This design comes from an exercise in tuning for small area, a short achievable clock period and few clock cycles per item on the open sky130 flow, not from production work. In this exercise RTL edits were held to simulation tests only and were not proved equivalent to the original. Power figures rest on the tool's default switching activity, not on a simulated workload.

==> flow/design.v, too long to show whole: its modules and the start of the top module <==
// module trtcm_meter_bank: 245 lines
// module mul_cs: 2745 lines
module trtcm_meter_bank (
    input  wire        clk,
    input  wire        rst,
    input  wire        in_valid,
    output wire        in_ready,
    input  wire        in_cfg,
    input  wire [3:0]  in_idx,
    input  wire [13:0] in_len,
    input  wire [39:0] in_ts,
    input  wire [27:0] in_cir,
    input  wire [27:0] in_pir,
    input  wire [23:0] in_cbs,
    input  wire [23:0] in_pbs,
    output reg         out_valid,
    output reg  [1:0]  out_colour
);
  // ...
==> flow/run.sh <==
#!/bin/bash
# synth_recipe.tcl (not shown) runs the flow's synth.tcl, then flattens the netlist and writes it again
# the make line also repeats each setting of config.mk as NAME=value (left out here)
make -C /OpenROAD-flow-scripts/flow DESIGN_CONFIG=/design/flow/config.mk WORK_HOME=/design/flow/orfs CLKGATE_MAP_FILE= SYNTH_SCRIPT=/design/flow/synth_recipe.tcl finish
==> flow/config.mk <==
export PLATFORM = sky130hd
export DESIGN_NAME = trtcm_meter_bank
export DESIGN_NICKNAME = trtcm_meter_bank
export VERILOG_FILES = /design/flow/design.v
export SDC_FILE = /design/flow/constraint.sdc
export NUM_CORES = 4
export LEC_CHECK = 0
export CAP_MARGIN = 20
export CORE_MARGIN = 2
export CORE_UTILIZATION = 30
export GPL_ROUTABILITY_DRIVEN = 1
export PLACE_DENSITY = 0.45
export SLEW_MARGIN = 20
==> flow/constraint.sdc <==
create_clock -name core_clock -period 28.0 [get_ports {clk}]
set_input_delay 5.6000 -clock core_clock [delete_from_list [all_inputs] [get_ports {clk}]]
set_output_delay 5.6000 -clock core_clock [all_outputs]
set_load 0.01 [all_outputs]
==> tab_implementation.tex, run 1 <==
\begin{tabular}{lr}
\hline
Metric & Value \\
\hline
\multicolumn{2}{l}{\textbf{Status}} \\
\quad Status & complete, no violations \\
\multicolumn{2}{l}{\textbf{STA}} \\
\quad Highest Clock Rate & between 0.1 and 0.15 GHz \\
\quad Setup Skew & $\sim$96 ps \\
\quad Final Hold Slack & around 320 ps \\
\multicolumn{2}{l}{\textbf{Routing}} \\
\quad Met3 wirelength from detailed routing & 19300 um \\
\quad Via total after detailed routing & 95200 \\
\quad Met2 wire len & 222000 um \\
\multicolumn{2}{l}{\textbf{Finish}} \\
\quad \# fillers & roughly 52000 \\
\quad Ant. Diodes & 6 \\
\quad Multi-In Gates & around 7400 \\
\quad Count of non-filler cells in the finished layout & 19700 \\
\quad Invs w/o clock & 1658 \\
\quad Multi-input combinational cell area & 73300 sq um \\
\multicolumn{2}{l}{\textbf{Clock network}} \\
\quad Clock root buffer master & clkbuf\_16 \\
\quad TritonCTS Buffers & 321 \\
\quad Bufs on Longest Clock Path & 4 \\
\quad Number of hold-repair buffers added at the cts stage & 0 \\
\quad TritonCTS clock tree & done \\
\quad Depth of the CTS H-tree & 5 \\
\multicolumn{2}{l}{\textbf{Yosys}} \\
\quad Post-Synth Adder-Cell Area & 0.198 \\
\quad Share of the synthesized area in the top cell type & 0.412 \\
\multicolumn{2}{l}{\textbf{Power and ir drop}} \\
\quad Largest power group & registers \\
\multicolumn{2}{l}{\textbf{Hold path}} \\
\quad Worst Hold Launch & s2\_qp[21]\$\_DFF\_P\_ \\
\multicolumn{2}{l}{\textbf{Setup path}} \\
\quad Kind of end point of the critical path & register \\
\quad Endpoint required time on the critical path & 28630 ps \\
\multicolumn{2}{l}{\textbf{Floorplan}} \\
\quad Die ar. & between 500000 and 600000 sq um \\
\quad Initial Util & 0.301 \\
\quad Tap cells & between 6000 and 7000 \\
\multicolumn{2}{l}{\textbf{Global routing}} \\
\quad Antenna violations before repair & 22 \\
\quad Maximum number of pins on one net before global-route repair & 80 \\
\quad Tot GR Track Use & 0.176 \\
\multicolumn{2}{l}{\textbf{Placement}} \\
\quad Detailed-placement wirelength estimate & about 340000 um \\
\hline
\end{tabular}
Testbench counts, summed over its fixed seeds: cycles 24,168, items 24,000.
==> run 2, diff against run 1 <==
--- a/flow/config.mk
+++ b/flow/config.mk
@@ -9,5 +9,5 @@
 export CORE_MARGIN = 2
-export CORE_UTILIZATION = 30
+export CORE_UTILIZATION = 55
 export GPL_ROUTABILITY_DRIVEN = 1
-export PLACE_DENSITY = 0.45
+export PLACE_DENSITY = 0.65
 export SLEW_MARGIN = 20
==> tab_implementation.tex, run 2 <==
\begin{tabular}{lr}
\hline
Metric & Value \\
\hline
\multicolumn{2}{l}{\textbf{Clock network}} \\
\quad Bufs on Longest Clock Path & 4 (unchanged) \\
\quad Clock transition at the register clock pins on the worst setup and hold paths after CTS & 60 ps (about the same) \\
\quad CTS Sinks & 2802 (unchanged) \\
\quad Depth of the CTS H-tree & 5 (unchanged) \\
\quad TritonCTS clock tree & done (unchanged) \\
\quad Clock root buffer master & clkbuf\_16 (unchanged) \\
\quad Number of resized instances in the post-cts repair step & 0 (unchanged) \\
\quad TritonCTS Buffers & 300 (was 321) \\
\quad Number of hold-repair buffers added at the cts stage & 0 (unchanged) \\
\quad Post-CTS Setup Bufs & 0 (unchanged) \\
\quad Clock Latency Late Sink & 950 ps (was 990 ps) \\
\multicolumn{2}{l}{\textbf{STA}} \\
\quad Transition time of the tightest slew-check pin & 1150 ps (was 1120 ps) \\
\quad Number of max-slew violations in the final report & 0 (unchanged) \\
\quad Final Hold Slack & 292 ps (was 317 ps) \\
\quad Total Negative Setup Slacks & 0 ps (unchanged) \\
\quad Post-route fraction of the period consumed by the critical path & 0.307 (was 0.311) \\
\quad Total of endpoints with negative setup slack in the final report & 0 (unchanged) \\
\quad Final Critical Period & 8600 ps (was 8710 ps) \\
\quad Unrepaired setup endpoints after global routing & no (unchanged) \\
\quad Number of endpoints with negative hold slack in the final report & 0 (unchanged) \\
\quad Min setup slack post-route & 19400 ps (was 19290 ps) \\
\quad Highest Clock Rate & 0.116 GHz (was 0.115 GHz) \\
\quad Setup Skew & 82.4 ps (was 95.6 ps) \\
\quad Rel. slew slack & 0.225 (was 0.251) \\
\multicolumn{2}{l}{\textbf{Power and ir drop}} \\
\quad Power density of the placed cells & 77.1 nW/um\^{}2 (was 76.2 nW/um\^{}2) \\
\quad Fraction of power spent switching nets & 0.344 (was 0.350) \\
\quad Static leakage power & 69.5 nW (was 69.8 nW) \\
\quad Part of the power in combinational logic & 0.312 (was 0.310) \\
\quad Flop pwr share & 0.383 (was 0.380) \\
\quad Max IR drop VDD & 0.000118 V (was 0.000109 V) \\
\quad Internal Power & 8.87 mW (was 8.90 mW) \\
\quad Switching Power & 4.64 mW (was 4.80 mW) \\
\quad Share of total power in the clock network & 0.305 (was 0.311) \\
\multicolumn{2}{l}{\textbf{Setup path}} \\
\quad Kind of end point of the critical path & register (unchanged) \\
\quad Maximum fanout encountered on the critical timing path & 36 (was 24) \\
\quad Length in cells of the worst reg-to-reg path & 25 (was 26) \\
\quad Endpoint required time on the critical path & 28570 ps (was 28630 ps) \\
\quad Data arrival time at the worst-slack endpoint & 9170 ps (was 9330 ps) \\
\quad Startpoint class of the critical path & register (unchanged) \\
\quad Type of the worst setup path & reg -> reg (unchanged) \\
\quad Setup slack, reg-to-reg & 19400 ps (was 19290 ps) \\
\multicolumn{2}{l}{\textbf{Finish}} \\
\quad Count of non-filler cells in the finished layout & 16500 (was 19700) \\
\quad Area added between synthesis and finish & 10.3\% (was 13.2\%) \\
\quad Top library cells by usage in the layout, fill and taps aside & edfxtp\_1, inv\_1, fa\_1, and2\_1, nand2\_1 (unchanged) \\
\quad Most common cell after layout, fill and taps aside & edfxtp\_1 (unchanged) \\
\quad Layout cells sized above 1 & 0.100 (was 0.103) \\
\quad Multi-input combinational cell area & 73200 sq um (was 73300 sq um) \\
\quad Biggest regs & d\_q: 376 flops, e\_q: 376 flops, last\_q: 320 flops (unchanged) \\
\quad \# fillers & 22100 (was 51800) \\
\quad Finished Core Util & 0.609 (was 0.341) \\
\quad Final-stage net count & 14400 (was 14500) \\
\quad Area occupied by registers & 77900 sq um (unchanged) \\
\multicolumn{2}{l}{\textbf{Job}} \\
\quad Number of max-capacitance violations reported & 0 (unchanged) \\
\multicolumn{2}{l}{\textbf{Floorplan}} \\
\quad Die width & 541 um (was 732 um) \\
\quad Core Area & 288000 sq um (was 528000 sq um) \\
\quad Die ar. & 293000 sq um (was 535000 sq um) \\
\quad Die height & 541 um (was 732 um) \\
\quad Placement row count & 197 (was 267) \\
\quad Initial Util & 0.552 (was 0.301) \\
\quad Number of top-level pins & 170 (unchanged) \\
\multicolumn{2}{l}{\textbf{Routing}} \\
\quad Via total after detailed routing & 98000 (was 95200) \\
\quad Via-to-Cell Ratio & 5.95 (was 4.82) \\
\quad Remaining antenna violation count & 0 (unchanged) \\
\quad First drt pass iteration count & 6 (unchanged) \\
\quad Wire per inst & 26.9 um (was 24.4 um) \\
\quad Starting DRT DRC Count & 9534 (was 6585) \\
\quad Total wire length after detailed routing & 443000 um (was 481000 um) \\
\quad Detailed-route DRC error count & 0 (unchanged) \\
\multicolumn{2}{l}{\textbf{Placement}} \\
\quad Pre-CTS setup slack & 19420 ps (about the same) \\
\quad Last weighted congestion value of the routability-driven placer & 0.962 (was 0.910) \\
\quad Number of I/O port buffers & 169 (unchanged) \\
\quad Detailed-placement wirelength estimate & 308000 um (was 336000 um) \\
\quad Placed cells & 15900 (was 19200) \\
\multicolumn{2}{l}{\textbf{Yosys}} \\
\quad Most used standard cell by instance count after synthesis & edfxtp\_1 (unchanged) \\
\quad Most instantiated flip-flop cell in the synthesis netlist & edfxtp\_1 (unchanged) \\
\quad Largest cells by area after synthesis & edfxtp\_1, fa\_1, dfxtp\_1 (unchanged) \\
\quad Share of the synthesized area in the top cell type & 0.412 (unchanged) \\
\quad Number of distinct standard cells referenced by the synthesized netlist & 101 (unchanged) \\
\quad Avg Synthesized Cell Area & 12.9 sq um (unchanged) \\
\quad Cell types with the highest counts after synthesis & edfxtp\_1, inv\_1, fa\_1, and2\_1, nand2\_1 (unchanged) \\
\quad Synth area leader & edfxtp\_1 (unchanged) \\
\quad Total nets after synthesis & 14300 (unchanged) \\
\quad Sequential element share of the synthesized area & 0.490 (unchanged) \\
\quad Yosys warnings & 1 (unchanged) \\
\quad Post-synthesis async set-or-reset flop share & 0 (unchanged) \\
\quad Synth Register Bits & 2802 (unchanged) \\
\quad Number of enable flip-flop cells after synthesis & 2178 (unchanged) \\
\quad Number of standard cells after synthesis & 12300 (unchanged) \\
\quad Synthesized area & 159000 sq um (unchanged) \\
\multicolumn{2}{l}{\textbf{Hold path}} \\
\quad Worst hold-check path type & reg -> reg (unchanged) \\
\quad Worst Hold Path Cells & 0 (unchanged) \\
\multicolumn{2}{l}{\textbf{Global routing}} \\
\quad Wire length of the first global-routing pass & 658000 um (was 703000 um) \\
\quad Antenna violations before repair & 23 (was 22) \\
\quad Maximum number of pins on one net before global-route repair & 109 (was 80) \\
\quad Number of global-route vias before repair & 101000 (was 99300) \\
\quad Congestion Overflow GR & 0 (unchanged) \\
\quad Tot GR Track Use & 0.303 (was 0.176) \\
\multicolumn{2}{l}{\textbf{Status}} \\
\quad Status & complete, no violations (unchanged) \\
\hline
\end{tabular}
## run 2: cell counts after synthesis
No cell type changed its count.
## run 2: layout make-up
| type | count | share of cell area |
|---|---|---|
| Inverter | 1658 | 0.0356 |
| Timing Repair Buffer | 317 | 0.0162 |
| Tap cell | 3781 | 0.0270 |
| Clock inverter | 157 | 0.0111 |
| Clock buffer | 388 | 0.0475 |
| Antenna cell | 5 | 0.0000714 |
| Multi-Input combinational cell | 7356 | 0.418 |
| Sequential cell | 2802 | 0.445 |
## run 2: metrics by stage
stage	total power [mW]	cell area, sq um
6_report	13.5	175000
5_1_grt	14.1	175000
4_1_cts	13.5	175000
3_5_place_dp	9.41	165000
3_3_place_gp	9.37	165000
2_1_floorplan	7.92	159000
## run 2: power by group through the flow
stage	Clock [mW]	Sequential (mW)	Combinational, mW
after floorplan	0	5.12	2.80
after global placement	0	5.25	4.11
after detailed placement	0	5.27	4.14
after CTS	4.18	5.18	4.17
after global routing	4.33	5.19	4.59
final	4.11	5.18	4.22
## run 2: metal layers
| metal | part of all wire | routed length, um | GRT usage | up-vias |
|---|---|---|---|---|
| met4 | 0.030 | 13300 | 0.0882 | 12 |
| met5 | 0.00018 | 80 | 0 | - |
| li1 | - | - | - | 42800 |
| met3 | 0.077 | 34000 | 0.0444 | 721 |
| met1 | 0.43 | 193000 | 0.442 | 50500 |
| met2 | 0.46 | 203000 | 0.474 | 4003 |
## run 2: worst paths after layout
kind,startpoint,endpoint
max reg2reg,s3_gc[0]$_SDFF_PP1_,d_q[70]$_DFFE_PP_
max,s3_gc[0]$_SDFF_PP1_,d_q[70]$_DFFE_PP_
min reg2reg,s2_qp[27]$_DFF_P_,s3_qp[27]$_DFF_P_
min,s2_qp[27]$_DFF_P_,s3_qp[27]$_DFF_P_
## run 2: kinds of logic after synthesis
family | count (synthesis) | share of synthesized area
DFF | 2802 | 0.490
muxes | 720 | 0.0838
buffers and inverters | 2133 | 0.0510
and+or+nand+nor | 2750 | 0.0882
AOI/OAI and AO/OA | 1623 | 0.0652
xor gates and xnor gates | 420 | 0.0232
adders and majority gates | 1843 | 0.198
## run 2: critical path: stages, from the launching register on
cell and delay, ps:
dfxtp_1 340, ha_1 180, inv_1 80, fa_1 430
a31oi_2 270, o21bai_1 200, a2111oi_1 630, a211oi_1 230
or3b_2 550, a211oi_2 580, nor3_1 100, nor2_1 140
xnor2_1 210, ha_1 310, nand4_1 120, nor3_1 120
a211oi_1 250, o21ai_0 160, o31ai_1 370, or4bb_1 530
mux2i_1 200, mux2i_2 90, buf_4 240, nor2_8 870
mux2i_1 220, o21ai_0 820

[what the ideal ports hide]
Ports are ideal in the flow. The routed layouts listed here were re-timed in OpenROAD.
Step 1: set_driving_cell puts a clkbuf_16 on clk and a buf_2 on each other input, an assumption about the parent block.
Step 2, shift: input delay + t, output delay - t, t = (earliest + latest rising clock arrival at the registers) / 2. This alone moves slack from input paths to output paths.
Slacks: ideal ports / drivers / drivers and shift; pairs: ideal ports / drivers.
| run | t, ns | setup slack, ns | worst setup path after step 2 | worst register clock-pin slew, ns | worst slew at a driven data input, ns |
|---|---|---|---|---|---|
| run 1 | 1.050 | 19.294 / 19.294 / 19.294 | register to register | 0.07 / 0.07 | 0.08 |
| run 2 | 1.010 | 19.401 / 19.401 / 19.401 | register to register | 0.07 / 0.07 | 0.08 |
After both steps every run listed still meets setup and hold.
